Context: an optimization exercise on an open-source flow, tuned for small area, a short achievable clock period and few clock cycles per item. The choices shown serve that exercise and are no tape-out recipe.
Function was checked by simulation only, so behaviour that the tests miss may differ from the original.
Power is estimated from default activity; no workload was simulated.

==> design.v <==
module rs72_dec (
    input             clk,
    input             rst,
    input             in_valid,
    output            in_ready,
    input      [63:0] in_data,
    output            out_valid,
    output     [63:0] out_data,
    output            out_last,
    output            out_corrected,
    output            out_uncorrectable,
    output     [1:0]  out_nerr
);
    localparam integer L = 14;
    function automatic [7:0] gf_xt(input [7:0] a);
        gf_xt = {a[6:0], 1'b0} ^ (a[7] ? 8'h1D : 8'h00);
    endfunction
    function automatic [7:0] gf_mulc(input [7:0] a, input integer e);
        integer i;
        reg [7:0] x;
        begin
            x = a;
            for (i = 0; i < e; i = i + 1) x = gf_xt(x);
            gf_mulc = x;
        end
    endfunction
    localparam [63:0]   TCOLS  = 64'h1648c13221402b01;
    localparam [63:0]   TICOLS = 64'h2504095744994e01;
    localparam [63:0]   QCOLS  = 64'h0094a67814080a06;
    localparam [63:0]   SQCOLS = 64'hc832491f0c030401;
    localparam [7:0]    TRMASK = 8'h80;
    localparam [3:0]    LAM    = 4'hf;
    localparam [63:0]   INV16  = 64'h834a5c2f67bde910;
    localparam [255:0]  MEM    = 256'h0e08880100e2002640048e320020071954a58812e00401b740071e4a05480436;
    localparam [63:0]   A8COLS = 64'hd5fbec76e378a452;
    localparam [63:0]   LANE   = 64'h31af8875048a3084;
    function automatic [3:0] m4(input [3:0] p, input [3:0] q);
        integer i;
        reg [3:0] r, x;
        begin
            r = 4'd0;
            x = p;
            for (i = 0; i < 4; i = i + 1) begin
                if (q[i]) r = r ^ x;
                x = {x[2:0], 1'b0} ^ (x[3] ? 4'h3 : 4'h0);
            end
            m4 = r;
        end
    endfunction
    function automatic [7:0] cmul(input [7:0] a, input [7:0] b);
        reg [3:0] hh, ll, mm;
        begin
            hh = m4(a[7:4], b[7:4]);
            ll = m4(a[3:0], b[3:0]);
            mm = m4(a[7:4] ^ a[3:0], b[7:4] ^ b[3:0]);
            cmul = {mm ^ ll, ll ^ m4(hh, LAM)};
        end
    endfunction
    function automatic [7:0] clin(input [7:0] a, input [63:0] cols);
        integer i;
        reg [7:0] r;
        begin
            r = 8'd0;
            for (i = 0; i < 8; i = i + 1)
                if (a[i]) r = r ^ cols[8*i +: 8];
            clin = r;
        end
    endfunction
    function automatic [7:0] csq(input [7:0] a);
        csq = clin(a, SQCOLS);
    endfunction
    function automatic [7:0] cinv(input [7:0] a);
        reg [3:0] d, di;
        begin
            d  = m4(a[3:0], a[3:0]) ^ m4(a[3:0], a[7:4]) ^ m4(m4(a[7:4], a[7:4]), LAM);
            di = INV16[4*d +: 4];
            cinv = {m4(a[7:4], di), m4(a[7:4] ^ a[3:0], di)};
        end
    endfunction
    integer i, j, k;
    reg [63:0]  ring [0:L-1];
    reg [L-1:0] live;       
    reg [3:0]   sid;        
    reg [3:0]   start0;     
    reg [3:0]   start1;     
    reg         in_rdy;     
    reg         wsel;       
    reg         cond;       
    reg [3:0]   inb;        
    reg         inpar;      
    reg [3:0]   ph;         
    reg         fire;       
    reg [2:0]   ob;         
    reg         hp;         
    reg         rdy;        
    reg         fresh;      
    reg         sfirst;     
    reg         ev0, ev1, ev2, ev3, ev4;
    wire accept = in_valid & wsel & cond;
    assign in_ready = in_rdy;
    wire [3:0] sid_n  = (sid == L - 1) ? 4'd0 : sid + 4'd1;
    wire [2:0] ob_n   = fire ? ob + 3'd1 : ob;
    wire       hp_n   = (fire && ob == 3'd7) ? ~hp : hp;
    wire       rdy_n  = ev4 | (rdy & ~(fire && ob == 3'd7));
    wire       fire_n = live[L-2] & ((ob_n != 3'd0) | ((sid_n == (hp_n ? start1 : start0)) & rdy_n));
    wire       free_n = ~live[L-2] | fire_n;
    wire       cond_n = accept | inb == 4'd0 | inb == 4'd8 | ph == 4'd0;
    always @(posedge clk) begin
        for (i = 1; i < L; i = i + 1) ring[i] <= ring[i-1];
        ring[0] <= wsel ? in_data : ring[L-1];
        sfirst  <= (inb == 4'd0);
        if (accept && inb == 4'd0) begin
            if (inpar) start1 <= sid;
            else       start0 <= sid;
        end
        if (rst) begin
            live   <= {L{1'b0}};
            sid    <= 4'd0;
            in_rdy <= 1'b1;
            wsel   <= 1'b1;
            cond   <= 1'b1;
            inb    <= 4'd0;
            inpar  <= 1'b0;
            ph     <= 4'd0;
            fire   <= 1'b0;
            ob     <= 3'd0;
            hp     <= 1'b0;
            rdy    <= 1'b0;
            fresh  <= 1'b0;
            ev0    <= 1'b0;
            ev1    <= 1'b0;
            ev2    <= 1'b0;
            ev3    <= 1'b0;
            ev4    <= 1'b0;
        end else begin
            for (i = 1; i < L; i = i + 1) live[i] <= live[i-1];
            live[0] <= (accept && inb != 4'd8) | (live[L-1] & ~fire);
            sid     <= sid_n;
            in_rdy  <= free_n & cond_n;
            wsel    <= free_n;
            cond    <= cond_n;
            if (accept) begin
                inb <= (inb == 4'd8) ? 4'd0 : inb + 4'd1;
                if (inb == 4'd8) inpar <= ~inpar;
            end
            ph    <= (accept && inb != 4'd8) ? 4'd1 : (ph == L - 1) ? 4'd0 : ph + 4'd1;
            fire  <= fire_n;
            ob    <= ob_n;
            hp    <= hp_n;
            rdy   <= rdy_n;
            fresh <= accept;
            ev0   <= accept && inb == 4'd8;
            ev1   <= ev0;
            ev2   <= ev1;
            ev3   <= ev2;
            ev4   <= ev3;
        end
    end
    reg  [63:0] synv;         
    wire [63:0] sb = ring[0];
    wire [63:0] sf = sfirst ? 64'd0 : synv;
    wire [63:0] sn;
    wire st0 = sb[4] ^ sb[38];
    wire st1 = sb[12] ^ sb[23];
    wire st2 = sb[14] ^ sb[35];
    wire st3 = sb[7] ^ sb[28];
    wire st4 = sb[0] ^ sb[10];
    wire st5 = sb[8] ^ sb[22];
    wire st6 = sb[20] ^ sb[44];
    wire st7 = sb[19] ^ sb[46];
    wire st8 = sb[1] ^ sb[55];
    wire st9 = sb[5] ^ sb[15];
    wire st10 = sb[13] ^ sb[34];
    wire st11 = sb[24] ^ st0;
    wire st12 = sb[21] ^ sb[45];
    wire st13 = sb[18] ^ sb[54];
    wire st14 = sb[3] ^ sb[37];
    wire st15 = sb[2] ^ sb[36];
    wire st16 = sb[9] ^ sb[33];
    wire st17 = sb[30] ^ sb[53];
    wire st18 = sb[11] ^ sb[29];
    wire st19 = sb[32] ^ sb[43];
    wire st20 = sb[31] ^ sb[39];
    wire st21 = sb[42] ^ sb[47];
    wire st22 = sb[6] ^ sb[27];
    wire st23 = sb[26] ^ sb[52];
    wire st24 = sb[25] ^ sb[41];
    wire st25 = sb[40] ^ st6;
    wire st26 = sb[16] ^ st3;
    wire st27 = st5 ^ st7;
    wire st28 = sb[17] ^ sb[29];
    wire st29 = st2 ^ st17;
    wire st30 = sb[51] ^ st1;
    wire st31 = st4 ^ st10;
    wire st32 = st11 ^ st13;
    wire st33 = sb[20] ^ sb[47];
    wire st34 = st9 ^ st15;
    wire st35 = sb[3] ^ sb[24];
    wire st36 = sb[25] ^ st14;
    wire st37 = sb[11] ^ st8;
    wire st38 = sb[32] ^ st23;
    wire st39 = sb[12] ^ sb[52];
    wire st40 = sb[16] ^ sb[61];
    wire st41 = sb[18] ^ st12;
    wire st42 = sb[49] ^ sb[55];
    wire st43 = sb[33] ^ st4;
    wire st44 = sb[1] ^ sb[48];
    wire st45 = sb[37] ^ sb[53];
    wire st46 = sb[38] ^ st21;
    wire st47 = sb[17] ^ sb[45];
    wire st48 = sb[39] ^ sb[40];
    wire st49 = sb[46] ^ st24;
    wire st50 = sb[35] ^ sb[54];
    wire st51 = sb[36] ^ st25;
    wire st52 = sb[10] ^ st8;
    wire st53 = sb[19] ^ sb[30];
    wire st54 = sb[6] ^ sb[23];
    wire st55 = sb[31] ^ st19;
    wire st56 = sb[35] ^ st20;
    wire st57 = sb[21] ^ sf[10];
    wire st58 = sf[61] ^ sf[62];
    wire st59 = st19 ^ st20;
    wire st60 = sb[8] ^ sb[56];
    wire st61 = sb[63] ^ st22;
    wire st62 = sb[10] ^ st16;
    wire st63 = sb[51] ^ st18;
    wire st64 = st7 ^ st52;
    wire st65 = st27 ^ st29;
    wire st66 = sb[4] ^ sb[13];
    wire st67 = sb[14] ^ sf[12];
    wire st68 = st16 ^ st25;
    wire st69 = st1 ^ st10;
    wire st70 = sb[2] ^ sb[59];
    wire st71 = sf[42] ^ sf[43];
    wire st72 = sb[50] ^ sf[57];
    wire st73 = sb[50] ^ st31;
    wire st74 = sf[40] ^ sf[44];
    wire st75 = sf[8] ^ st64;
    wire st76 = sf[32] ^ sf[35];
    wire st77 = sb[5] ^ st38;
    wire st78 = sb[9] ^ st3;
    wire st79 = sb[14] ^ st32;
    wire st80 = sb[7] ^ st2;
    wire st81 = sb[19] ^ sb[43];
    wire st82 = sb[7] ^ st51;
    wire st83 = st13 ^ st28;
    wire st84 = sb[34] ^ st17;
    wire st85 = sb[6] ^ st44;
    wire st86 = sb[26] ^ sb[54];
    wire st87 = sb[8] ^ sb[18];
    wire st88 = sb[5] ^ sb[28];
    wire st89 = sb[25] ^ st35;
    wire st90 = sf[22] ^ sf[23];
    wire st91 = sb[14] ^ sb[62];
    wire st92 = sb[17] ^ sb[31];
    wire st93 = sb[12] ^ st34;
    wire st94 = sf[34] ^ st22;
    wire st95 = sb[15] ^ sb[55];
    wire st96 = st0 ^ st33;
    wire st97 = sb[44] ^ st43;
    wire st98 = sf[60] ^ st72;
    wire st99 = sf[9] ^ st18;
    wire st100 = sf[13] ^ st67;
    wire st101 = sb[47] ^ sb[53];
    wire st102 = sb[9] ^ st26;
    wire st103 = st26 ^ st76;
    wire st104 = sb[41] ^ sb[55];
    wire st105 = sb[16] ^ st1;
    wire st106 = sb[23] ^ st61;
    wire st107 = sb[27] ^ sb[59];
    wire st108 = sb[33] ^ st21;
    wire st109 = sb[39] ^ sb[57];
    wire st110 = sf[20] ^ sf[21];
    wire st111 = sf[41] ^ sf[46];
    wire st112 = sb[22] ^ sf[11];
    wire st113 = st12 ^ st15;
    wire st114 = sb[30] ^ st57;
    wire st115 = sb[26] ^ st110;
    wire st116 = st4 ^ st6;
    wire st117 = sf[56] ^ st58;
    wire st118 = sf[36] ^ sf[39];
    wire st119 = sb[27] ^ st5;
    wire st120 = sb[0] ^ sb[24];
    wire st121 = sb[9] ^ st9;
    wire st122 = sb[28] ^ st47;
    wire st123 = sb[15] ^ sb[52];
    wire st124 = sf[38] ^ st103;
    wire st125 = st11 ^ st71;
    wire st126 = sb[42] ^ st48;
    wire st127 = sb[46] ^ st30;
    wire st128 = sf[37] ^ st94;
    wire st129 = sb[21] ^ sb[58];
    wire st130 = st36 ^ st55;
    wire st131 = st41 ^ st84;
    wire st132 = sb[39] ^ st14;
    wire st133 = sb[4] ^ sb[60];
    wire st134 = sf[33] ^ st118;
    wire st135 = sb[47] ^ st49;
    wire st136 = sb[32] ^ sb[50];
    wire st137 = st2 ^ st63;
    wire st138 = sf[58] ^ sf[63];
    wire st139 = sb[13] ^ sb[37];
    wire st140 = sf[17] ^ st90;
    wire st141 = sb[24] ^ st132;
    wire st142 = sb[42] ^ sb[44];
    wire st143 = sf[59] ^ st62;
    wire st144 = sb[26] ^ st21;
    wire st145 = sb[26] ^ st29;
    wire st146 = sb[38] ^ st16;
    wire st147 = st9 ^ st100;
    wire st148 = st2 ^ st9;
    wire st149 = sb[8] ^ sb[20];
    wire st150 = sb[2] ^ sb[41];
    wire st151 = st14 ^ st92;
    wire st152 = sb[31] ^ sb[34];
    wire st153 = sb[11] ^ st24;
    wire st154 = sf[24] ^ st15;
    wire st155 = sb[57] ^ st121;
    wire st156 = st18 ^ st51;
    wire st157 = sb[40] ^ st42;
    wire st158 = sb[47] ^ st68;
    wire st159 = st111 ^ st125;
    wire st160 = st12 ^ st53;
    wire st161 = sf[47] ^ st74;
    wire st162 = sb[6] ^ sb[58];
    wire st163 = sf[16] ^ st119;
    wire st164 = st32 ^ st136;
    wire st165 = sb[5] ^ st5;
    wire st166 = sb[31] ^ st112;
    wire st167 = sb[54] ^ st28;
    wire st168 = sb[20] ^ st8;
    wire st169 = st46 ^ st88;
    wire st170 = sb[62] ^ st93;
    wire st171 = sb[25] ^ sb[43];
    wire st172 = st19 ^ st40;
    wire st173 = sb[2] ^ sf[15];
    wire st174 = st44 ^ st45;
    wire st175 = sb[11] ^ sb[51];
    wire st176 = sb[46] ^ sf[19];
    wire st177 = sb[63] ^ st95;
    wire st178 = sb[36] ^ sf[24];
    wire st179 = st59 ^ st83;
    wire st180 = sb[15] ^ st117;
    wire st181 = sb[51] ^ st54;
    wire st182 = sb[55] ^ st89;
    wire st183 = sb[21] ^ st42;
    wire st184 = sb[42] ^ st29;
    wire st185 = sb[17] ^ sb[49];
    wire st186 = sb[26] ^ sb[42];
    wire st187 = sb[28] ^ st123;
    wire st188 = sf[50] ^ st37;
    wire st189 = st12 ^ st80;
    wire st190 = st22 ^ st129;
    wire st191 = sf[58] ^ st131;
    wire st192 = sb[34] ^ st79;
    wire st193 = sb[49] ^ st14;
    wire st194 = st39 ^ st133;
    wire st195 = sf[61] ^ st138;
    wire st196 = sf[46] ^ st23;
    wire st197 = sb[44] ^ st122;
    wire st198 = sb[6] ^ sb[38];
    wire st199 = st75 ^ st147;
    wire st200 = sf[30] ^ st37;
    wire st201 = st49 ^ st126;
    wire st202 = st30 ^ st34;
    wire st203 = st69 ^ st70;
    wire st204 = sf[14] ^ st3;
    wire st205 = sb[1] ^ st41;
    wire st206 = sb[22] ^ st21;
    wire st207 = sf[59] ^ sf[62];
    wire st208 = sb[34] ^ sb[50];
    wire st209 = sb[16] ^ sb[30];
    wire st210 = st15 ^ st85;
    wire st211 = st99 ^ st173;
    wire st212 = sb[45] ^ sb[60];
    wire st213 = st60 ^ st78;
    wire st214 = st3 ^ st127;
    wire st215 = sb[29] ^ st2;
    wire st216 = st13 ^ st104;
    wire st217 = sb[44] ^ st20;
    wire st218 = sf[18] ^ st192;
    wire st219 = st16 ^ st24;
    wire st220 = sf[45] ^ st86;
    wire st221 = sb[19] ^ st82;
    wire st222 = sb[1] ^ st65;
    wire st223 = st50 ^ st105;
    wire st224 = st27 ^ st188;
    wire st225 = st27 ^ st207;
    wire st226 = st30 ^ st102;
    wire st227 = st50 ^ st54;
    wire st228 = sb[11] ^ st65;
    wire st229 = st77 ^ st134;
    wire st230 = sb[10] ^ sb[58];
    wire st231 = sb[4] ^ sb[51];
    wire st232 = sf[26] ^ st178;
    wire st233 = sf[49] ^ st113;
    wire st234 = st35 ^ st179;
    wire st235 = sf[52] ^ st73;
    wire st236 = sb[43] ^ sb[49];
    assign sn[0] = sb[16] ^ sb[32] ^ sb[40] ^ sb[48] ^ sf[0] ^ st60 ^ st120;
    assign sn[1] = sb[1] ^ sb[57] ^ sf[1] ^ st185 ^ st219;
    assign sn[2] = sb[2] ^ sb[18] ^ sf[2] ^ st186 ^ st208 ^ st230;
    assign sn[3] = sb[3] ^ sb[35] ^ sf[3] ^ st81 ^ st107 ^ st175;
    assign sn[4] = sb[28] ^ sb[36] ^ sf[4] ^ st6 ^ st194;
    assign sn[5] = sb[5] ^ sb[13] ^ sb[29] ^ sb[61] ^ sf[5] ^ st12 ^ st45;
    assign sn[6] = sb[22] ^ sb[30] ^ sb[46] ^ sb[54] ^ sf[6] ^ st91 ^ st198;
    assign sn[7] = sb[7] ^ sb[23] ^ sb[47] ^ sf[7] ^ st20 ^ st177;
    assign sn[8] = sb[37] ^ sb[56] ^ st54 ^ st199 ^ st204;
    assign sn[9] = sb[7] ^ sb[15] ^ sb[48] ^ sb[57] ^ sf[13] ^ sf[14] ^ st33 ^ st198 ^ st211;
    assign sn[10] = sb[28] ^ sf[15] ^ st1 ^ st48 ^ st114 ^ st162 ^ st193 ^ st199;
    assign sn[11] = sb[23] ^ sb[41] ^ st67 ^ st70 ^ st75 ^ st88 ^ st96 ^ st99 ^ st136 ^ st139 ^ st166;
    assign sn[12] = sb[2] ^ sb[12] ^ sb[20] ^ sb[33] ^ sb[60] ^ sf[9] ^ st46 ^ st63 ^ st75 ^ st114 ^ st141 ^ st204;
    assign sn[13] = sb[3] ^ st10 ^ st20 ^ st39 ^ st40 ^ st96 ^ st112 ^ st114 ^ st171 ^ st211;
    assign sn[14] = sb[3] ^ sb[17] ^ sb[62] ^ sf[11] ^ sf[12] ^ st1 ^ st57 ^ st66 ^ st145 ^ st165 ^ st217;
    assign sn[15] = sb[0] ^ sb[36] ^ sb[45] ^ st13 ^ st66 ^ st100 ^ st106 ^ st121 ^ st166;
    assign sn[16] = sb[29] ^ sb[39] ^ sf[21] ^ sf[23] ^ st53 ^ st116 ^ st213 ^ st218;
    assign sn[17] = sb[25] ^ sf[19] ^ sf[22] ^ st4 ^ st18 ^ st56 ^ st155 ^ st160 ^ st168;
    assign sn[18] = sb[12] ^ sf[16] ^ st18 ^ st27 ^ st102 ^ st115 ^ st129 ^ st210 ^ st217 ^ st218;
    assign sn[19] = sb[47] ^ sf[18] ^ sf[19] ^ st32 ^ st36 ^ st42 ^ st140 ^ st148 ^ st163 ^ st197 ^ st203;
    assign sn[20] = sf[17] ^ st9 ^ st73 ^ st82 ^ st115 ^ st176 ^ st182 ^ st209 ^ st212 ^ st227;
    assign sn[21] = sb[36] ^ sb[37] ^ sf[18] ^ sf[22] ^ st22 ^ st37 ^ st40 ^ st92 ^ st115 ^ st135 ^ st189 ^ st231;
    assign sn[22] = sb[17] ^ sb[18] ^ sb[37] ^ sf[21] ^ st26 ^ st38 ^ st46 ^ st90 ^ st163 ^ st170 ^ st176;
    assign sn[23] = sb[13] ^ sb[28] ^ sf[20] ^ st28 ^ st81 ^ st87 ^ st101 ^ st106 ^ st132 ^ st140 ^ st146;
    assign sn[24] = sb[15] ^ sb[56] ^ sf[25] ^ st36 ^ st66 ^ st120 ^ st144 ^ st154 ^ st228;
    assign sn[25] = sb[1] ^ sb[14] ^ sb[27] ^ sf[25] ^ st86 ^ st96 ^ st105 ^ st130 ^ st155 ^ st232;
    assign sn[26] = sb[16] ^ sb[17] ^ sb[39] ^ sf[27] ^ st97 ^ st169 ^ st182 ^ st190 ^ st228 ^ st232;
    assign sn[27] = sb[45] ^ sf[24] ^ sf[27] ^ sf[28] ^ st7 ^ st78 ^ st85 ^ st149 ^ st184 ^ st203 ^ st234;
    assign sn[28] = sb[7] ^ sb[22] ^ sb[60] ^ sf[28] ^ sf[29] ^ st13 ^ st16 ^ st18 ^ st45 ^ st55 ^ st116 ^ st183 ^ st186;
    assign sn[29] = sb[38] ^ sb[54] ^ sf[29] ^ st1 ^ st97 ^ st119 ^ st160 ^ st172 ^ st200 ^ st208;
    assign sn[30] = sb[2] ^ sb[22] ^ sb[62] ^ sf[31] ^ st10 ^ st56 ^ st68 ^ st120 ^ st122 ^ st127 ^ st200;
    assign sn[31] = sb[10] ^ sb[52] ^ sb[63] ^ sf[31] ^ st35 ^ st69 ^ st135 ^ st154 ^ st205 ^ st215;
    assign sn[32] = sf[32] ^ st0 ^ st7 ^ st12 ^ st28 ^ st60 ^ st68 ^ st152 ^ st229;
    assign sn[33] = sb[35] ^ sb[41] ^ sb[46] ^ sf[33] ^ st33 ^ st62 ^ st109 ^ st128 ^ st131 ^ st165;
    assign sn[34] = sf[34] ^ st5 ^ st11 ^ st47 ^ st108 ^ st124 ^ st156 ^ st227 ^ st229 ^ st230;
    assign sn[35] = sb[0] ^ sb[37] ^ sb[55] ^ sb[59] ^ st1 ^ st11 ^ st17 ^ st23 ^ st59 ^ st76 ^ st87 ^ st128 ^ st153 ^ st221;
    assign sn[36] = sb[0] ^ sb[27] ^ sf[39] ^ st10 ^ st124 ^ st167 ^ st174 ^ st194 ^ st201;
    assign sn[37] = sb[13] ^ st8 ^ st40 ^ st83 ^ st134 ^ st145 ^ st150 ^ st169 ^ st236;
    assign sn[38] = sb[50] ^ st15 ^ st53 ^ st91 ^ st95 ^ st128 ^ st142 ^ st234;
    assign sn[39] = sb[33] ^ sb[45] ^ st6 ^ st53 ^ st87 ^ st124 ^ st130 ^ st177 ^ st231;
    assign sn[40] = sb[23] ^ sb[27] ^ sb[56] ^ sf[45] ^ sf[46] ^ sf[47] ^ st0 ^ st26 ^ st52 ^ st71 ^ st137 ^ st142 ^ st171;
    assign sn[41] = sf[43] ^ st18 ^ st19 ^ st93 ^ st109 ^ st161 ^ st196 ^ st197 ^ st209;
    assign sn[42] = sb[13] ^ sb[18] ^ sb[40] ^ sf[44] ^ st37 ^ st43 ^ st47 ^ st130 ^ st159 ^ st162 ^ st184 ^ st214;
    assign sn[43] = sb[28] ^ st7 ^ st31 ^ st56 ^ st74 ^ st107 ^ st108 ^ st196 ^ st202 ^ st216;
    assign sn[44] = sb[52] ^ sb[60] ^ st31 ^ st36 ^ st101 ^ st159 ^ st181 ^ st221;
    assign sn[45] = sb[54] ^ sb[61] ^ st48 ^ st77 ^ st125 ^ st149 ^ st153 ^ st161 ^ st174 ^ st189;
    assign sn[46] = sb[53] ^ sf[41] ^ sf[43] ^ st5 ^ st22 ^ st74 ^ st146 ^ st170 ^ st183 ^ st201 ^ st220;
    assign sn[47] = sb[43] ^ sf[42] ^ sf[44] ^ st73 ^ st78 ^ st104 ^ st106 ^ st111 ^ st141 ^ st206 ^ st220;
    assign sn[48] = sb[0] ^ sb[56] ^ st14 ^ st24 ^ st126 ^ st148 ^ st164 ^ st224;
    assign sn[49] = sb[6] ^ sf[48] ^ sf[51] ^ st11 ^ st81 ^ st109 ^ st144 ^ st168 ^ st202 ^ st219;
    assign sn[50] = sb[15] ^ sf[48] ^ sf[49] ^ st19 ^ st23 ^ st25 ^ st32 ^ st80 ^ st150 ^ st190 ^ st224 ^ st235;
    assign sn[51] = sf[51] ^ sf[53] ^ st45 ^ st107 ^ st158 ^ st164 ^ st214 ^ st233;
    assign sn[52] = sf[54] ^ st108 ^ st133 ^ st137 ^ st187 ^ st205 ^ st235;
    assign sn[53] = sb[0] ^ sb[34] ^ sf[53] ^ sf[55] ^ st34 ^ st39 ^ st63 ^ st172 ^ st222;
    assign sn[54] = sb[13] ^ sb[62] ^ sf[48] ^ sf[54] ^ st17 ^ st123 ^ st151 ^ st158 ^ st210 ^ st223;
    assign sn[55] = sb[7] ^ sb[41] ^ sb[53] ^ sb[63] ^ sf[55] ^ st31 ^ st79 ^ st151 ^ st157 ^ st233;
    assign sn[56] = sb[32] ^ sf[56] ^ sf[60] ^ st8 ^ st50 ^ st69 ^ st101 ^ st156 ^ st185 ^ st195 ^ st213;
    assign sn[57] = sb[12] ^ sb[30] ^ sb[40] ^ sb[57] ^ st58 ^ st72 ^ st113 ^ st139 ^ st143 ^ st215 ^ st216;
    assign sn[58] = sb[31] ^ sb[32] ^ sb[41] ^ sb[58] ^ st46 ^ st116 ^ st167 ^ st180 ^ st193 ^ st222 ^ st226;
    assign sn[59] = sb[42] ^ st11 ^ st26 ^ st39 ^ st56 ^ st70 ^ st97 ^ st98 ^ st180 ^ st191 ^ st236;
    assign sn[60] = sb[5] ^ sf[56] ^ st33 ^ st59 ^ st89 ^ st98 ^ st157 ^ st212 ^ st225 ^ st226;
    assign sn[61] = sb[8] ^ sb[21] ^ sb[61] ^ st6 ^ st28 ^ st38 ^ st62 ^ st66 ^ st98 ^ st135 ^ st181 ^ st195;
    assign sn[62] = sb[7] ^ sb[27] ^ st77 ^ st91 ^ st117 ^ st143 ^ st175 ^ st191 ^ st206;
    assign sn[63] = sb[11] ^ sb[43] ^ sb[48] ^ sb[53] ^ sf[57] ^ sf[60] ^ sf[63] ^ st43 ^ st61 ^ st152 ^ st187 ^ st223 ^ st225;
    always @(posedge clk)
        if (fresh) synv <= sn;
    reg [7:0] s [0:7];
    reg [7:0] det, s1n, s2n, den, num, iden, inum;
    reg       c_dz, c_zero;
    reg [7:0] h_s [0:7];      
    reg [7:0] p_den, p_num, p_s2n;
    reg       p_dz, p_zero;
    reg [7:0] q_sg1, q_sg2, q_isg1;
    reg       q_dz, q_zero;
    reg [7:0] r_sg1, r_sg2, r_t, r_u;
    reg       r_dz, r_zero, r_ok123;
    reg [7:0] ma [0:6];
    reg [7:0] mb [0:6];
    reg [7:0] mp [0:6];
    reg [7:0] y;
    always @* begin
        for (j = 0; j < 8; j = j + 1) s[j] = clin(synv[8*j +: 8], TCOLS);
        iden = cinv(p_den);
        inum = cinv(p_num);
        y    = clin(r_t, QCOLS);
        for (i = 0; i < 7; i = i + 1) begin
            ma[i] = 8'd0;
            mb[i] = 8'd0;
        end
        if (ev1) begin
            ma[3] = s[0]; mb[3] = s[2];
            ma[4] = s[1]; mb[4] = s[2];
            ma[5] = s[0]; mb[5] = s[3];
            ma[0] = s[1]; mb[0] = s[3];
        end
        if (ev2) begin
            ma[0] = p_num; mb[0] = iden;
            ma[1] = p_s2n; mb[1] = iden;
            ma[2] = p_den; mb[2] = inum;
        end
        if (ev3) begin
            ma[0] = q_sg2;  mb[0] = csq(q_isg1);
            ma[1] = h_s[1]; mb[1] = q_isg1;
            ma[3] = q_sg1;  mb[3] = h_s[3];
            ma[4] = q_sg1;  mb[4] = h_s[4];
            ma[5] = q_dz ? q_sg1 : q_sg2; mb[5] = h_s[2];
            ma[6] = q_sg2;  mb[6] = h_s[3];
        end
        if (ev4) begin
            ma[0] = r_sg1;  mb[0] = y;
            ma[2] = h_s[0]; mb[2] = y;
            ma[3] = r_sg1;  mb[3] = h_s[5];
            ma[4] = r_sg1;  mb[4] = h_s[6];
            ma[5] = r_sg2;  mb[5] = h_s[4];
            ma[6] = r_sg2;  mb[6] = h_s[5];
        end
        for (i = 0; i < 7; i = i + 1) mp[i] = cmul(ma[i], mb[i]);
        det  = mp[3] ^ csq(s[1]);
        s1n  = mp[4] ^ mp[5];
        s2n  = mp[0] ^ csq(s[2]);
        c_dz = (det == 8'd0);
        den  = c_dz ? s[0] : det;
        num  = c_dz ? s[1] : s1n;
        c_zero = 1'b1;
        for (j = 0; j < 8; j = j + 1)
            if (synv[8*j +: 8] != 8'd0) c_zero = 1'b0;
    end
    always @(posedge clk) begin
        if (ev1)
            for (j = 0; j < 8; j = j + 1) h_s[j] <= s[j];
        p_den  <= den;
        p_num  <= num;
        p_s2n  <= s2n;
        p_dz   <= c_dz;
        p_zero <= c_zero;
        q_sg1  <= mp[0];
        q_sg2  <= p_dz ? 8'd0 : mp[1];
        q_isg1 <= mp[2];
        q_dz   <= p_dz;
        q_zero <= p_zero;
        r_sg1  <= q_sg1;
        r_sg2  <= q_sg2;
        r_t    <= mp[0];
        r_u    <= mp[1];
        r_ok123 <= ((h_s[4] ^ mp[3] ^ (q_dz ? 8'd0 : mp[5])) == 8'd0) &&
                   (!q_dz || (h_s[3] ^ mp[5]) == 8'd0) &&
                   ((h_s[5] ^ mp[4] ^ mp[6]) == 8'd0);
        r_dz   <= q_dz;
        r_zero <= q_zero;
    end
    reg [7:0] x1;
    always @* x1 = r_dz ? r_sg1 : mp[0];
    reg       f_chk, f_dz, f_zero, f_two;
    reg [7:0] f_x1, f_x2, f_s0, f_u, f_s0y;
    always @(posedge clk) begin
        if (fire) begin
            f_x1 <= clin(f_x1, A8COLS);
            f_x2 <= clin(f_x2, A8COLS);
        end
        if (ev4) begin
            f_chk  <= r_ok123 &&
                      ((h_s[6] ^ mp[3] ^ mp[5]) == 8'd0) &&
                      ((h_s[7] ^ mp[4] ^ mp[6]) == 8'd0);
            f_dz   <= r_dz;
            f_zero <= r_zero;
            f_two  <= (r_sg1 != 8'd0) && (r_sg2 != 8'd0) && !(^(r_t & TRMASK));
            f_x1   <= x1;
            f_x2   <= x1 ^ r_sg1;
            f_s0   <= h_s[0];
            f_u    <= r_u;
            f_s0y  <= mp[2];
        end
    end
    reg        l_m1, l_m2;
    always @(posedge clk)
        if (fire && ob == 3'd0) begin
            l_m1 <= MEM[f_x1];
            l_m2 <= MEM[f_x2];
        end
    reg [7:0]  yc1, yc2, f_y1, f_y2;
    reg        m1, m2, ok1, ok2, e_v1, e_v2;
    reg [1:0]  e_nerr;
    reg [63:0] fix;
    always @* begin
        yc2 = f_u ^ f_s0y;
        yc1 = f_dz ? f_s0 : (yc2 ^ f_s0);
        f_y1 = clin(yc1, TICOLS);
        f_y2 = clin(yc2, TICOLS);
        m1  = (ob == 3'd0) ? MEM[f_x1] : l_m1;
        m2  = (ob == 3'd0) ? MEM[f_x2] : l_m2;
        ok1 = f_chk && (f_s0 != 8'd0) && m1;
        ok2 = f_chk && f_two && m1 && m2;
        e_v1 = !f_zero && (f_dz ? ok1 : ok2);
        e_v2 = !f_zero && !f_dz && ok2;
        e_nerr = e_v2 ? 2'd2 : e_v1 ? 2'd1 : 2'd0;
        for (k = 0; k < 8; k = k + 1) begin
            fix[8*k +: 8] = ring[L-1][8*k +: 8];
            if (e_v1 && f_x1 == LANE[8*k +: 8]) fix[8*k +: 8] = fix[8*k +: 8] ^ f_y1;
            if (e_v2 && f_x2 == LANE[8*k +: 8]) fix[8*k +: 8] = fix[8*k +: 8] ^ f_y2;
        end
    end
    reg [63:0] o_data;
    reg        o_valid, o_last, o_corr, o_unc;
    reg [1:0]  o_nerr;
    always @(posedge clk) begin
        o_data <= fix;
        if (fire && ob == 3'd7) begin
            o_nerr <= e_nerr;
            o_unc  <= !f_zero && !e_v1;
            o_corr <= e_v1;
        end
        if (rst) begin
            o_valid <= 1'b0;
            o_last  <= 1'b0;
        end else begin
            o_valid <= fire;
            o_last  <= fire && ob == 3'd7;
        end
    end
    assign out_valid         = o_valid;
    assign out_data          = o_data;
    assign out_last          = o_last;
    assign out_corrected     = o_corr;
    assign out_uncorrectable = o_unc;
    assign out_nerr          = o_nerr;
endmodule
==> flow/run.sh <==
#!/bin/bash
set -euo pipefail
export BUFFER_PORTS_ARGS="-buffer_cell sky130_fd_sc_hd__buf_2"
bash standard.sh finish > flow_standard.log 2>&1
==> standard.sh <==
#!/bin/bash
# synth_recipe.tcl (not shown) runs the flow's synth.tcl, then flattens the netlist and writes it again
# the make line also repeats each setting of config.mk as NAME=value (left out here)
make -C /OpenROAD-flow-scripts/flow DESIGN_CONFIG=/design/flow/config.mk WORK_HOME=/design/flow/orfs CLKGATE_MAP_FILE= SYNTH_SCRIPT=/design/flow/synth_recipe.tcl "${@:-finish}"
==> config.mk <==
export PLATFORM = sky130hd
export DESIGN_NAME = rs72_dec
export DESIGN_NICKNAME = rs72_dec
export VERILOG_FILES = /design/flow/design.v
export SDC_FILE = /design/flow/constraint.sdc
export NUM_CORES = 4
export LEC_CHECK = 0
export CAP_MARGIN = 20
export CORE_MARGIN = 2
export CORE_UTILIZATION = 40
export PLACE_DENSITY = 0.6
export SLEW_MARGIN = 20
==> constraint.sdc <==
create_clock -name core_clock -period 32.0 [get_ports {clk}]
set_input_delay 6.4000 -clock core_clock [delete_from_list [all_inputs] [get_ports {clk}]]
set_output_delay 6.4000 -clock core_clock [all_outputs]
set_load 0.01 [all_outputs]
==> run notes, run 1 <==
GRT overflow - 0
Buf/Inv on CP - 1
area occupied by multi-input gates - 0.0260 mm²
unrepaired setup endpoints after global routing - no
number of gates on the worst path with buffers counted - 1
post-CTS setup buffers - 0
initial drt markers - 3040
leak pwr - 22.5 nW
Syn Nets - 5240
CORE AREA - 0.135 mm²
latest clock arrival within the worst-skew pair - 0.78 ns
Reg area - 0.0273 mm²
critical path's top delay family - flip-flops
vias in the first global route - 34625
CTS tree - yes
fin crit share - 0.239
Reg2Reg Depth - 23
worst path required time - 25.60 ns
CP max stage cell - dfxtp_1
Final min period - 7.64 ns
outcome - no timing/DRC/antenna violations
Worst Setup End Kind - primary output
largest stage delay on the critical path - 0.33 ns
mux contribution to synthesized area - 0.0316
worst vdd ir - 228 µV
worst hold path type - reg -> reg
Die Ht - 373 µm
Synth Area in Compound Gates - 0.0682
FF-to-FF Start - p_den[4]
global-route wire length before repair - 231000 µm
Synth top area share - 0.399
Min-Delay Startpoint - ring[11][53]
r2r endpoint - f_x2[5]
Die ar. - 0.139 mm²
Syn Inst Count - 5122
largest family of logic cells by synthesized area - XOR/XNOR gates
CTS max path bufs - 3
Post-synth top flop - dfxtp_1
# setup viols final - 0
Critical Path Start Type - flip-flop
Area growth, synth to finish - 12.8%
Hold-fix buffers, CTS - 0
Row Count - 135
dominant cells by area after synthesis - dfxtp_1 (40%), xnor2_1 (21%), edfxtp_1 (10%)
Synth area leader - dfxtp_1
nets@finish - 5372
Cell variety after synth - 103
worst path cell trace - buf_2
Ports - 138
antenna-violating nets left - 0
xor and xnor fraction of the mapped netlist area - 0.271
fin. max-slew vios - 0
post-synthesis sequential area ratio - 0.501
WL per Instance - 22.2 µm
setup ws final - 24.36 ns
Pwr per Cell Area - 96.7 mW/mm²
clock skew - 0.0920 ns
Reg2Reg Setup Slack - 25.08 ns
Critical Path AT - 1.24 ns
layout cell share with drive strength beyond 1 - 0.110
Setup TNS - 0 ns
asr flop ratio synth - 0
Synth Area in Simple Gates - 0.0946
Initial DRT Pass Iterations - 8
CTS clk-pin slew, worst paths - 0.07 ns
GPL Wtd Cong - 0.949
total track usage - 0.223
H-tree Lvls - 3
synthesized flop and latch total - 1270
post-synthesis area per instance - 10.6 µm²
final wirelength - 158000 µm
clock sinks - 1270
Max Clk Rate - 131 MHz
vias per inst - 5.06
pre-CTS WS - 24.24 ns
root buf cell - clkbuf_16
initial core utilization - 0.402
number of antenna violations at the first check in global routing - 12
die width - 373 µm
DRC violations left - 0
Final Hold Vio Count - 0
CTS Buf Count - 118
hpwl dp - 120000 µm
kind of critical path - reg -> out
most common cell in the netlist - xnor2_1
# port buffers - 137
Filler cells - 12601
MaxCap Viol Count - 0
Mapped Area - 0.0544 mm²
warnings from Yosys - 7
Post-synth EDFFs - 186
Hold Path Stages - 0
CP Max Fanout - 1
largest net degree at the start of global routing - 86
Adder-Cell Fraction of Synth Area - 0.0117
via count - 36133
Worst Max-Slew Pin Slew - 1.12 ns
top cells by count, synth - xnor2_1 (1297), dfxtp_1 (1084), nor2_1 (377), nand2_1 (344), xor2_1 (321)
hold endpoint - ring[12][53]
post_cts resized - 0
Rel. slew slack - 0.249
## kinds of logic after synthesis
family	Yosys count
xor+xnor	1646
flops	1270
fa+ha+maj	51
simple gates	1116
mux	153
buf+inv	311
compound gates	575
## cells in the final DEF, fill, tap and decap left out, types with 19 or more instances in the layout
cell       netlist  routed
nor3_1          43      43
dfxtp_1       1084    1078
clkbuf_1       168      22
xnor2_1       1297    1293
clkbuf_16        0     121
o21ai_0        126     126
xor2_1         321     321
nand3_1         63      63
a21oi_1        155     154
nand2b_1        41      41
nor2b_1        106     105
nor2_1         377     377
inv_1           94      93
buf_4            3      89
a22oi_1         42      42
o22ai_1         37      37
nor4_1          28      28
mux2_2          90      90
edfxtp_1       186     186
a31oi_1         20      20
buf_2           18     137
mux2i_1         56      56
nand2_1        344     344
ha_1            51      51
o21ai_1         19      19
o211ai_1        20      20
## power breakdown
group	total (W)	internal, W	switching [W]	leakage (nW)
clock	0.00147	0.000841	0.000633	2.02
sequential	0.00194	0.00180	0.000132	10.8
combinational	0.00253	0.00106	0.00147	9.66
## stage by stage
stage / instances / hold slack [ns] / cell area, µm² / util / power [W]
2_1_floorplan: 5122 / 0.310 / 54400 / - / 0.00382
3_3_place_gp: 6915 / 0.310 / 57200 / 0.423 / 0.00445
3_5_place_dp: 6915 / 0.312 / 57200 / 0.423 / 0.00445
4_1_cts: 7131 / 0.292 / 61400 / 0.454 / 0.00594
5_1_grt: 7131 / 0.286 / 61400 / 0.454 / 0.00625
6_report: 7135 / 0.298 / 61400 / 0.454 / 0.00594
## sequential cells by signal, indices dropped and copies added, names as in the netlist, 4 cells and up
signal and count:
ring 896, h_s 64, o_data 64, synv 64, live 14, f_s0 8, f_s0y 8, f_u 8
f_x1 8, f_x2 8, p_den 8, p_num 8, p_s2n 8, q_isg1 8, q_sg1 8, q_sg2 8
r_sg1 8, r_sg2 8, r_u 8, inb 4, ph 4, sid 4, start0 4, start1 4
## how the worst max path moves through the flow
stage                    start  slack, ns           end
floorplan             in_valid      24.39     start1[0]
global placement      in_valid      24.27     start1[0]
detailed placement    in_valid      24.24     start1[2]
CTS                 o_data[46]      24.30  out_data[46]
global route         o_nerr[0]      24.28   out_nerr[0]
finish              o_data[58]      24.36  out_data[58]
## cell type report
class | instances | share of cell area
multi-input combinational | 3541 | 0.423
clock buffer | 161 | 0.0547
tap | 1781 | 0.0363
inverter | 97 | 0.00593
sequential | 1270 | 0.444
clock inverter | 55 | 0.0133
antenna | 4 | 0.000163
timing repair buffer | 226 | 0.0220
## layer usage
| layer | up-vias | routed length, µm | track usage |
|---|---|---|---|
| met2 | 1194 | 74000 | 0.365 |
| met1 | 17535 | 69000 | 0.296 |
| met4 | 0 | 6180 | 0.0827 |
| met5 | - | 0 | 0 |
| li1 | 17075 | - | - |
| met3 | 329 | 9350 | 0.0338 |
Testbench counts, summed over its fixed seeds: cycles 14,512, units 1,600.
==> run 2: changes to the inputs <==
--- a/config.mk
+++ b/config.mk
@@ -10,2 +10,4 @@
 export CORE_UTILIZATION = 40
+export CTS_CLUSTER_DIAMETER = 80
+export CTS_CLUSTER_SIZE = 24
 export PLACE_DENSITY = 0.6
==> run notes, run 2 <==
metal1 wirelength - 68900 µm (about the same)
DRC violations left - 0 (unchanged)
CP max stage cell - edfxtp_1
Buf/Inv on CP - 1 (unchanged)
warnings from Yosys - 7 (unchanged)
number of antenna violations at the first check in global routing - 10 (-2)
Initial DRT Pass Iterations - 6 (-2)
CP Max Fanout - 1 (unchanged)
die width - 373 µm (unchanged)
layout cell share with drive strength beyond 1 - 0.0932 (-0.0165)
fin crit share - 0.237 (-0.00170)
vias in the first global route - 33880 (-2.2%)
Area growth, synth to finish - 9.24%
Finished Cell Area - 0.0595 mm² (-3.2%)
largest family of logic cells by synthesized area - XOR/XNOR gates
worst path required time - 25.60 ns (about the same)
unrepaired setup endpoints after global routing - no
GPL Wtd Cong - 0.949 (unchanged)
Final Util - 0.440 (-0.0144)
Sequential Power Share - 0.355 (+0.029)
Cell variety after synth - 103 (unchanged)
commonest non-fill, non-tap cells in the layout - xnor2_1 (1293), dfxtp_1 (1078), nor2_1 (377)
most common cell in the netlist - xnor2_1
GRT overflow - 0 (unchanged)
synthesized flop and latch total - 1270 (unchanged)
Top reg by flops - ring
Final min period - 7.59 ns (-0.0543 ns)
initial core utilization - 0.402 (unchanged)
clock network power share - 0.181 (-0.067)
nets@finish - 5324 (-0.89%)
dominant cells by area after synthesis - dfxtp_1 (40%), xnor2_1 (21%), edfxtp_1 (10%)
post-CTS setup buffers - 0 (unchanged)
Final Hold Vio Count - 0 (unchanged)
Mapped Area - 0.0544 mm² (unchanged)
clock sinks - 1270 (unchanged)
hpwl dp - 120000 µm (unchanged)
Critical Path AT - 1.19 ns (-0.05 ns)
outcome - no timing/DRC/antenna violations
Syn Nets - 5240 (unchanged)
Area after DPL - 0.0572 mm² (unchanged)
worst hold path type - reg -> reg
Die ar. - 0.139 mm² (unchanged)
# port buffers - 137 (unchanged)
Hold-fix buffers, CTS - 0 (unchanged)
Post-synth top flop - dfxtp_1
CORE AREA - 0.135 mm² (unchanged)
worst vdd ir - 224 µV (-1.8%)
CTS Buf Count - 70 (-41%)
worst path cell trace - buf_2
Ports - 138 (unchanged)
Worst Setup End Kind - primary output
total track usage - 0.220 (-0.00263)
H-tree Lvls - 3 (unchanged)
Max Clk Rate - 132 MHz (+0.71%)
xor and xnor fraction of the mapped netlist area - 0.271 (unchanged)
Pwr per Cell Area - 91.6 mW/mm² (-5.3%)
Setup TNS - 0 ns (unchanged)
Synth top area share - 0.399 (unchanged)
post-synthesis sequential area ratio - 0.501 (unchanged)
Syn Inst Count - 5122 (unchanged)
Synth Area in Compound Gates - 0.0682 (unchanged)
Row Count - 135 (unchanged)
Worst Max-Slew Pin Slew - 1.20 ns (+0.0805 ns)
pre-CTS WS - 24.24 ns (unchanged)
Synth area leader - dfxtp_1
Switching Fraction - 0.395 (+0.0190)
WL met3 - 8850 µm (-5.3%)
critical path's top delay family - flip-flops
post-synthesis area per instance - 10.6 µm² (unchanged)
global-route wire length before repair - 228000 µm (-1.5%)
CTS tree - yes
Adder-Cell Fraction of Synth Area - 0.0117 (unchanged)
latest clock arrival within the worst-skew pair - 0.74 ns (-0.04 ns)
Combinational Power Share - 0.465 (+0.039)
final wirelength - 157000 µm (-1.1%)
leak pwr - 21.5 nW (-4.2%)
NetSw - 0.00215 W (-3.6%)
Synth Area in Simple Gates - 0.0946 (unchanged)
Max Used Layer - met4
Die Ht - 373 µm (unchanged)
top cells by count, synth - xnor2_1 (1297), dfxtp_1 (1084), nor2_1 (377), nand2_1 (344), xor2_1 (321)
Rel. slew slack - 0.194 (-0.0544)
# setup viols final - 0 (unchanged)
largest net degree at the start of global routing - 86 (unchanged)
antenna-violating nets left - 0 (unchanged)
initial drt markers - 3130 (+3.0%)
kind of critical path - reg -> out
setup ws final - 24.41 ns (+0.0543 ns)
MaxCap Viol Count - 0 (unchanged)
post_cts resized - 0 (unchanged)
mux contribution to synthesized area - 0.0316 (unchanged)
root buf cell - clkbuf_16
vias per inst - 5.08 (+0.37%)
Post-synth EDFFs - 186 (unchanged)
WL per Instance - 22.3 µm (+0.54%)
Internal - 0.00329 W (-11%)
largest stage delay on the critical path - 0.36 ns (+0.03 ns)
clock skew - 0.0694 ns (-0.0226 ns)
asr flop ratio synth - 0 (unchanged)
max FFs per register - 896 (unchanged)
commonest non-fill, non-tap cell in the layout - xnor2_1
Critical Path Start Type - flip-flop
CTS clk-pin slew, worst paths - 0.09 ns (+0.02 ns)
via count - 35667 (-1.3%)
CTS max path bufs - 3 (unchanged)
fin. max-slew vios - 0 (unchanged)
met2 WL - 72600 µm (-2.0%)
[run 2: cell counts after synthesis]
No cell type changed its count.
[run 2: path summary, 6_finish.rpt]
| check | start | endpoint | slack [ns] | cells after the start |
|---|---|---|---|---|
| max | o_unc | out_uncorrectable | 24.41 | 1 |
| min | ring[1][16] | ring[2][16] | 0.30 | 0 |
| max reg2reg | p_num[7] | f_s0y[3] | 25.02 | 19 |
| min reg2reg | ring[1][16] | ring[2][16] | 0.30 | 0 |
[run 2: routing by layer]
| metal | global-route usage | vias to the layer above |
|---|---|---|
| met5 | 0 | - |
| met4 | 0.0831 | 0 |
| met2 | 0.361 | 1191 |
| met3 | 0.0290 | 308 |
| met1 | 0.294 | 17264 |
| li1 | - | 16904 |
[run 2: power groups by stage]
| stage | logic, W | clock network [W] | registers [W] |
|---|---|---|---|
| global route | 0.00273 | 0.00107 | 0.00195 |
| detailed placement | 0.00248 | 0 | 0.00197 |
| global placement | 0.00248 | 0 | 0.00197 |
| CTS | 0.00250 | 0.00101 | 0.00193 |
| floorplan | 0.00193 | 0 | 0.00189 |
| finish | 0.00253 | 0.000983 | 0.00193 |
[run 2: kinds of logic after synthesis]
family,Yosys count
adder cells (fa/ha/maj),51
flip-flops,1270
buffers and inverters,311
multiplexers,153
AO/OA/AOI/OAI,575
AND/OR/NAND/NOR,1116
XOR/XNOR,1646
[run 2: area by class of cell]
class | count | area, µm²
Clock buffer | 79 | 1830
Tap cell | 1781 | 2230
Inverter | 97 | 364
Multi-Input combinational cell | 3541 | 26000
Fill cell | 12804 | 75800
Antenna cell | 1 | 2.50
Timing Repair Buffer | 226 | 1350
Clock inverter | 22 | 407
Sequential cell | 1270 | 27300
[run 2: per-stage QoR]
step	total power, W	std cells	hold WS, ns
after detailed placement	0.00445	6915	0.312
after global routing	0.00574	7016	0.315
after global placement	0.00445	6915	0.310
after floorplan	0.00382	5122	0.310
after CTS	0.00545	7016	0.298
final	0.00545	7017	0.298
==> run 3: changes to the inputs <==
--- a/design.v
+++ b/design.v
@@ -471,5 +471,6 @@
     reg       p_dz, p_zero;
-    reg [7:0] q_sg1, q_sg2, q_isg1;
+    reg [7:0] k_sg1, k_sg2;   
+    reg [7:0] q_isg1;
     reg       q_dz, q_zero;
-    reg [7:0] r_sg1, r_sg2, r_t, r_u;
+    reg [7:0] r_t, r_u;
     reg       r_dz, r_zero, r_ok123;
@@ -500,16 +501,16 @@
         if (ev3) begin
-            ma[0] = q_sg2;  mb[0] = csq(q_isg1);
+            ma[0] = k_sg2;  mb[0] = csq(q_isg1);
             ma[1] = h_s[1]; mb[1] = q_isg1;
-            ma[3] = q_sg1;  mb[3] = h_s[3];
-            ma[4] = q_sg1;  mb[4] = h_s[4];
-            ma[5] = q_dz ? q_sg1 : q_sg2; mb[5] = h_s[2];
-            ma[6] = q_sg2;  mb[6] = h_s[3];
+            ma[3] = k_sg1;  mb[3] = h_s[3];
+            ma[4] = k_sg1;  mb[4] = h_s[4];
+            ma[5] = q_dz ? k_sg1 : k_sg2; mb[5] = h_s[2];
+            ma[6] = k_sg2;  mb[6] = h_s[3];
         end
         if (ev4) begin
-            ma[0] = r_sg1;  mb[0] = y;
+            ma[0] = k_sg1;  mb[0] = y;
             ma[2] = h_s[0]; mb[2] = y;
-            ma[3] = r_sg1;  mb[3] = h_s[5];
-            ma[4] = r_sg1;  mb[4] = h_s[6];
-            ma[5] = r_sg2;  mb[5] = h_s[4];
-            ma[6] = r_sg2;  mb[6] = h_s[5];
+            ma[3] = k_sg1;  mb[3] = h_s[5];
+            ma[4] = k_sg1;  mb[4] = h_s[6];
+            ma[5] = k_sg2;  mb[5] = h_s[4];
+            ma[6] = k_sg2;  mb[6] = h_s[5];
         end
@@ -534,4 +535,6 @@
         p_zero <= c_zero;
-        q_sg1  <= mp[0];
-        q_sg2  <= p_dz ? 8'd0 : mp[1];
+        if (ev2) begin
+            k_sg1 <= mp[0];
+            k_sg2 <= p_dz ? 8'd0 : mp[1];
+        end
         q_isg1 <= mp[2];
@@ -539,4 +542,2 @@
         q_zero <= p_zero;
-        r_sg1  <= q_sg1;
-        r_sg2  <= q_sg2;
         r_t    <= mp[0];
@@ -550,3 +551,3 @@
     reg [7:0] x1;
-    always @* x1 = r_dz ? r_sg1 : mp[0];
+    always @* x1 = r_dz ? k_sg1 : mp[0];
     reg       f_chk, f_dz, f_zero, f_two;
@@ -564,5 +565,5 @@
             f_zero <= r_zero;
-            f_two  <= (r_sg1 != 8'd0) && (r_sg2 != 8'd0) && !(^(r_t & TRMASK));
+            f_two  <= (k_sg1 != 8'd0) && (k_sg2 != 8'd0) && !(^(r_t & TRMASK));
             f_x1   <= x1;
-            f_x2   <= x1 ^ r_sg1;
+            f_x2   <= x1 ^ k_sg1;
             f_s0   <= h_s[0];
==> run notes, run 3 <==
leak pwr - 21.6 nW (about the same)
antenna-violating nets left - 0 (unchanged)
total track usage - 0.226 (+0.00614)
commonest non-fill, non-tap cell in the layout - xnor2_1
CTS Buf Count - 70 (unchanged)
Hold-fix buffers, CTS - 0 (unchanged)
die width - 373 µm (about the same)
NetSw - 0.00232 W (+7.9%)
Syn Inst Count - 5119 (-0.059%)
GRT overflow - 0 (unchanged)
via count - 35804 (+0.38%)
post-synthesis area per instance - 10.6 µm² (about the same)
Synth area leader - dfxtp_1
kind of critical path - reg -> out
root buf cell - clkbuf_16
hpwl dp - 123000 µm (+3.3%)
critical path's top delay family - flip-flops
asr flop ratio synth - 0 (unchanged)
clock skew - 0.0554 ns (-0.0140 ns)
MaxCap Viol Count - 0 (unchanged)
Max Clk Rate - 131 MHz (-0.37%)
Critical Path AT - 1.22 ns (+0.03 ns)
H-tree Lvls - 3 (unchanged)
Mapped Area - 0.0544 mm² (-0.12%)
Setup TNS - 0 ns (unchanged)
Hold Path Stages - 0 (unchanged)
warnings from Yosys - 7 (unchanged)
layout cell share with drive strength beyond 1 - 0.0887 (-0.00453)
Syn Nets - 5237 (-0.057%)
post_cts resized - 0 (unchanged)
Pwr per Cell Area - 95.6 mW/mm² (+4.4%)
largest stage delay on the critical path - 0.38 ns (+0.02 ns)
Total Power - 0.00569 W (+4.5%)
Row Count - 135 (unchanged)
Ports - 138 (unchanged)
Finished Cell Area - 0.0595 mm² (about the same)
top cells by count, synth - xnor2_1 (1298), dfxtp_1 (1060), nand2_1 (445), xor2_1 (348), nor2_1 (321)
clock network power share - 0.174 (-0.007)
CTS tree - yes
nets@finish - 5329 (+0.094%)
Worst Max-Slew Pin Slew - 1.28 ns (+0.0800 ns)
worst path required time - 25.60 ns (about the same)
Switching Fraction - 0.408 (+0.0131)
CTS max path bufs - 3 (unchanged)
Die Ht - 373 µm (about the same)
final wirelength - 162000 µm (+3.5%)
Post-synth EDFFs - 202 (+8.6%)
Synth top area share - 0.390 (-0.00837)
CORE AREA - 0.135 mm² (-0.12%)
post-CTS setup buffers - 0 (unchanged)
# setup viols final - 0 (unchanged)
Worst Setup End Kind - primary output
number of antenna violations at the first check in global routing - 21 (+11)
Top reg by flops - ring
CP max stage cell - edfxtp_1
Die ar. - 0.139 mm² (-0.12%)
fin. max-slew vios - 0 (unchanged)
# port buffers - 137 (unchanged)
Final min period - 7.62 ns (+0.0284 ns)
area occupied by multi-input gates - 0.0259 mm² (-0.18%)
worst hold path type - reg -> reg
Buf/Inv on CP - 1 (unchanged)
CTS clk-pin slew, worst paths - 0.09 ns (about the same)
DRC violations left - 0 (unchanged)
vias in the first global route - 33490 (-1.2%)
Final Util - 0.440 (+0.000828)
Area growth, synth to finish - 9.44%
Filler cells - 12773 (-0.24%)
outcome - no timing/DRC/antenna violations
worst path cell trace - buf_2
Reg area - 0.0273 mm² (about the same)
initial drt markers - 3594 (+15%)
unrepaired setup endpoints after global routing - no
Cell variety after synth - 95 (-7.8%)
clock sinks - 1262 (-0.63%)
Initial DRT Pass Iterations - 5 (-1)
largest net degree at the start of global routing - 64 (-26%)
number of gates on the worst path with buffers counted - 1 (unchanged)
vias per inst - 5.10 (+0.24%)
latest clock arrival within the worst-skew pair - 0.71 ns (-0.03 ns)
Rel. slew slack - 0.144 (-0.0505)
worst vdd ir - 224 µV (-0.10%)
dominant cells by area after synthesis - dfxtp_1 (39%), xnor2_1 (21%), edfxtp_1 (11%)
GPL Wtd Cong - 0.967 (+1.9%)
Combinational Power Share - 0.486 (+0.021)
WL per Instance - 23.1 µm (+3.4%)
Final Hold Vio Count - 0 (unchanged)
most common cell in the netlist - xnor2_1
post-synthesis sequential area ratio - 0.502 (+0.000588)
fin crit share - 0.238 (+0.000887)
initial core utilization - 0.402 (about the same)
synthesized flop and latch total - 1262 (-0.63%)
Critical Path Start Type - flip-flop
Reg2Reg Depth - 22 (+3)
CP Max Fanout - 1 (unchanged)
max FFs per register - 896 (unchanged)
commonest non-fill, non-tap cells in the layout - xnor2_1 (1297), dfxtp_1 (1054), nand2_1 (445)
Internal - 0.00337 W (+2.2%)
global-route wire length before repair - 232000 µm (+1.8%)
Area after DPL - 0.0573 mm² (about the same)
Post-synth top flop - dfxtp_1
Sequential Power Share - 0.340 (-0.015)
[run 3: cell count changes in the layout (fill, tap and decap cells not counted), moves of 16 or more]
cell	previous run	this run
dfxtp_1	1078	1054
nor2b_1	105	79
nor2_1	377	321
buf_4	89	105
nand2_1	344	445
inv_1	93	76
nand3_1	63	46
edfxtp_1	186	202
xor2_1	321	348
[run 3: metrics by stage]
step                      worst slack [ns]  std cells  hold slack (ns)
final                                24.38       7027            0.307
after global routing                 24.31       7024            0.319
after CTS                            24.34       7024            0.308
after detailed placement             24.30       6920            0.312
after global placement               24.35       6920            0.309
after floorplan                      24.59       5119            0.310
[run 3: area by class of cell]
class,count,share of cell area
well taps,1781,0.0374
diodes,3,0.000126
clock inverters,23,0.00763
inverters,82,0.00517
repair buffers,242,0.0248
flip-flops and latches,1262,0.459
clock buffers,81,0.0302
multi-input cells,3553,0.436
[run 3: cell families after synthesis]
family | count (synthesis) | synth area share
buffers and inverters | 304 | 0.0217
and+or+nand+nor | 1122 | 0.0939
xor gates and xnor gates | 1675 | 0.277
adders and majority gates | 51 | 0.0117
muxes | 132 | 0.0272
AOI/OAI and AO/OA | 573 | 0.0668
DFF | 1262 | 0.502
[run 3: path summary, 6_finish.rpt]
kind          startpoint      endpoint  slack (ns)
max            o_nerr[1]   out_nerr[1]       24.38
min          ring[9][25]  ring[10][25]        0.31
max reg2reg     p_den[3]       f_x2[3]       24.66
min reg2reg  ring[9][25]  ring[10][25]        0.31
[run 3: routing by layer]
layer / track usage / wire [µm]
met1: 0.300 / 69500
met2: 0.366 / 74200
met3: 0.0324 / 10400
met4: 0.0996 / 8070
met5: 0 / 9
[run 3: power groups by stage]
| stage | sequential (W) | clock, W | combinational [W] |
|---|---|---|---|
| after floorplan | 0.00188 | 0 | 0.00205 |
| after global placement | 0.00197 | 0 | 0.00269 |
| after detailed placement | 0.00197 | 0 | 0.00271 |
| after CTS | 0.00193 | 0.00101 | 0.00273 |
| after global routing | 0.00195 | 0.00107 | 0.00295 |
| final | 0.00194 | 0.000989 | 0.00277 |
Testbench counts of run 3, summed over its fixed seeds: cycles 14,512, units 1,600.
==> run 4: changes to the inputs <==
--- a/config.mk
+++ b/config.mk
@@ -7,2 +7,3 @@
 export LEC_CHECK = 0
+export ABC_AREA = 1
 export CAP_MARGIN = 20
==> run notes, run 4 <==
outcome - no timing/DRC/antenna violations
hpwl dp - 133000 µm (+7.8%)
nets@finish - 6184 (+16%)
# port buffers - 137 (unchanged)
MaxCap Viol Count - 0 (unchanged)
Ports - 138 (unchanged)
commonest non-fill, non-tap cell in the layout - nand2_1
critical path's top delay family - flip-flops
Filler cells - 13229 (+3.6%)
final wirelength - 169000 µm (+4.1%)
Setup TNS - 0 ns (unchanged)
CTS tree - yes
leak pwr - 25.8 nW (+20%)
Max Clk Rate - 131 MHz (about the same)
Sequential Power Share - 0.378 (+0.038)
Final min period - 7.61 ns (-0.00490 ns)
mux contribution to synthesized area - 0.00114 (-0.0261)
initial drt markers - 3526 (-1.9%)
WL per Instance - 21.4 µm (-7.2%)
Area growth, synth to finish - 9.86%
die width - 374 µm (+0.33%)
Post-synth top flop - dfxtp_1
CTS clk-pin slew, worst paths - 0.09 ns (about the same)
met2 WL - 77100 µm (+3.8%)
Mapped Area - 0.0547 mm² (+0.67%)
CP Max Fanout - 1 (unchanged)
root buf cell - clkbuf_16
commonest non-fill, non-tap cells in the layout - nand2_1 (1125), dfxtp_1 (1056), xor2_1 (941)
xor and xnor fraction of the mapped netlist area - 0.249 (-0.0278)
Post-synth EDFFs - 202 (unchanged)
Total Power - 0.00512 W (-10%)
Max Used Layer - met5
NetSw - 0.00208 W (-10%)
clock skew - 0.0626 ns (+0.00714 ns)
Buf/Inv on CP - 1 (unchanged)
largest net degree at the start of global routing - 110 (+72%)
Syn Nets - 6051 (+16%)
layout cell share with drive strength beyond 1 - 0.0726 (-0.0161)
DRC violations left - 0 (unchanged)
Internal - 0.00304 W (-9.8%)
Adder-Cell Fraction of Synth Area - 0.0117 (-0.0000781)
latest clock arrival within the worst-skew pair - 0.72 ns (about the same)
via count - 38363 (+7.1%)
worst path cell trace - buf_2
synthesized flop and latch total - 1262 (unchanged)
initial core utilization - 0.404 (+0.00118)
metal1 wirelength - 73400 µm (+5.5%)
kind of critical path - reg -> out
CTS Buf Count - 77 (+10%)
Synth top area share - 0.388 (-0.00260)
worst vdd ir - 143 µV (-36%)
Cell variety after synth - 62 (-35%)
Rel. slew slack - 0.183 (+0.0395)
antenna-violating nets left - 0 (unchanged)
# setup viols final - 0 (unchanged)
post-synthesis sequential area ratio - 0.498 (-0.00334)
top cells by count, synth - nand2_1 (1125), dfxtp_1 (1060), xor2_1 (941), xnor2_1 (600), inv_1 (556)
CP max stage cell - edfxtp_1
max FFs per register - 896 (unchanged)
Worst Max-Slew Pin Slew - 1.22 ns (-0.0581 ns)
worst path required time - 25.60 ns (about the same)
number of gates on the worst path with buffers counted - 1 (unchanged)
H-tree Lvls - 3 (unchanged)
post-CTS setup buffers - 0 (unchanged)
crit path from - o_nerr[0]
largest family of logic cells by synthesized area - XOR/XNOR gates
CTS max path bufs - 3 (unchanged)
Top reg by flops - ring
post-synthesis area per instance - 9.23 µm² (-13%)
asr flop ratio synth - 0 (unchanged)
number of antenna violations at the first check in global routing - 17 (-19%)
Reg2Reg Depth - 17 (-23%)
Synth area leader - dfxtp_1
Reg2Reg Setup Slack - 25.90 ns (+1.24 ns)
Synth Area in Compound Gates - 0.0375 (-0.0292)
Reg area - 0.0273 mm² (about the same)
Syn Inst Count - 5933 (+16%)
largest stage delay on the critical path - 0.37 ns (about the same)
Row Count - 135 (unchanged)
clock sinks - 1262 (unchanged)
vias per inst - 4.86 (-4.5%)
Final Hold Vio Count - 0 (unchanged)
clock network power share - 0.210 (+0.036)
Critical Path AT - 1.21 ns (about the same)
most common cell in the netlist - nand2_1
unrepaired setup endpoints after global routing - no
r2r endpoint - f_chk
Synth Area in Simple Gates - 0.151 (+0.0567)
GPL Wtd Cong - 0.994 (+2.8%)
vias in the first global route - 36340 (+8.5%)
Worst Setup End Kind - primary output
Initial DRT Pass Iterations - 8 (+3)
Die Ht - 374 µm (+0.33%)
fin. max-slew vios - 0 (unchanged)
dominant cells by area after synthesis - dfxtp_1 (39%), xor2_1 (15%), edfxtp_1 (11%)
total track usage - 0.237 (+0.0106)
warnings from Yosys - 7 (unchanged)
WL met3 - 10800 µm (+3.5%)
worst hold path type - reg -> reg
FF-to-FF Start - ev4
Pwr per Cell Area - 85.1 mW/mm² (-11%)
Hold-fix buffers, CTS - 0 (unchanged)
Combinational Power Share - 0.412 (-0.074)
Critical Path Start Type - flip-flop
area occupied by multi-input gates - 0.0247 mm² (-4.9%)
fin crit share - 0.238 (about the same)
global-route wire length before repair - 243000 µm (+4.8%)
post_cts resized - 0 (unchanged)
GRT overflow - 0 (unchanged)
worst setup path end - out_nerr[0]
Switching Fraction - 0.407 (-0.00171)
Die ar. - 0.140 mm² (+0.66%)
CORE AREA - 0.136 mm² (+0.37%)
run 4: logic make-up after synthesis:
logic type | Yosys count
buffers and inverters | 725
DFF | 1262
AOI/OAI and AO/OA | 351
and+or+nand+nor | 1989
muxes | 6
xor gates and xnor gates | 1549
adders and majority gates | 51
run 4: routing by layer:
metal,GRT usage,vias up
li1,-,18533
met4,0.101,2
met5,0,-
met2,0.383,1344
met3,0.0342,353
met1,0.315,18131
run 4: power groups by stage:
stage / clock network, W / logic (W) / registers, W
detailed placement: 0 / 0.00208 / 0.00197
CTS: 0.00110 / 0.00208 / 0.00193
global placement: 0 / 0.00205 / 0.00197
global route: 0.00116 / 0.00233 / 0.00195
finish: 0.00107 / 0.00211 / 0.00194
floorplan: 0 / 0.00161 / 0.00189
run 4: worst min-delay path by stage:
stage / start / endpoint / cells after the start
global route: ring[8][57] / ring[9][57] / 0
finish: ring[7][43] / ring[8][43] / 0
floorplan: p_zero / q_zero / 0
CTS: ring[10][4] / ring[11][4] / 0
global placement: ring[1][48] / ring[2][48] / 0
detailed placement: ring[1][54] / ring[2][54] / 0
run 4: final cells by class:
type	count	share of cell area
sequential	1262	0.454
clock inverter	34	0.0104
tap	1781	0.0371
clock buffer	82	0.0330
antenna	4	0.000166
multi-input combinational	3946	0.410
timing repair buffer	200	0.0192
inverter	579	0.0362
run 4: through the flow:
stage / setup slack (ns) / cell area, µm² / instances / hold WS (ns) / utilization
after CTS: 24.34 / 60100 / 7884 / 0.290 / 0.443
after global routing: 24.34 / 60100 / 7885 / 0.288 / 0.443
after global placement: 24.33 / 57500 / 7767 / 0.310 / 0.424
after floorplan: 24.56 / 54700 / 5933 / 0.310 / -
final: 24.39 / 60100 / 7888 / 0.291 / 0.443
after detailed placement: 24.24 / 57500 / 7768 / 0.312 / 0.424

[separate check: timing with driven ports]
In the flow no input, the clock included, has a driving cell. The finished layouts below were timed again as built, in two steps. Step 1 assumes that a clkbuf_16 drives the clock port and a buf_2 every other input. Step 2 times the ports against the registers' clock, not the clock port: input delays grow and output delays shrink by t, the midpoint of the rising clock arrivals with the driver on. Slacks: ideal / step 1 / step 2; pairs: ideal / step 1.
run | shift t [ns] | slack for setup (ns) | worst data-port slew with drivers (ns)
run 1 | 0.816 | 24.356 / 24.279 / 24.209 | 0.06
run 2 | 0.780 | 24.410 / 24.334 / 24.202 | 0.06
run 3 | 0.748 | 24.382 / 24.311 / 24.309 | 0.07
run 4 | 0.766 | 24.387 / 24.311 / 24.283 | 0.07
After both steps every run listed still meets setup and hold. For run 2, which loses most, drivers alone change the setup slack by -0.076 ns; drivers and shift together by -0.208 ns.
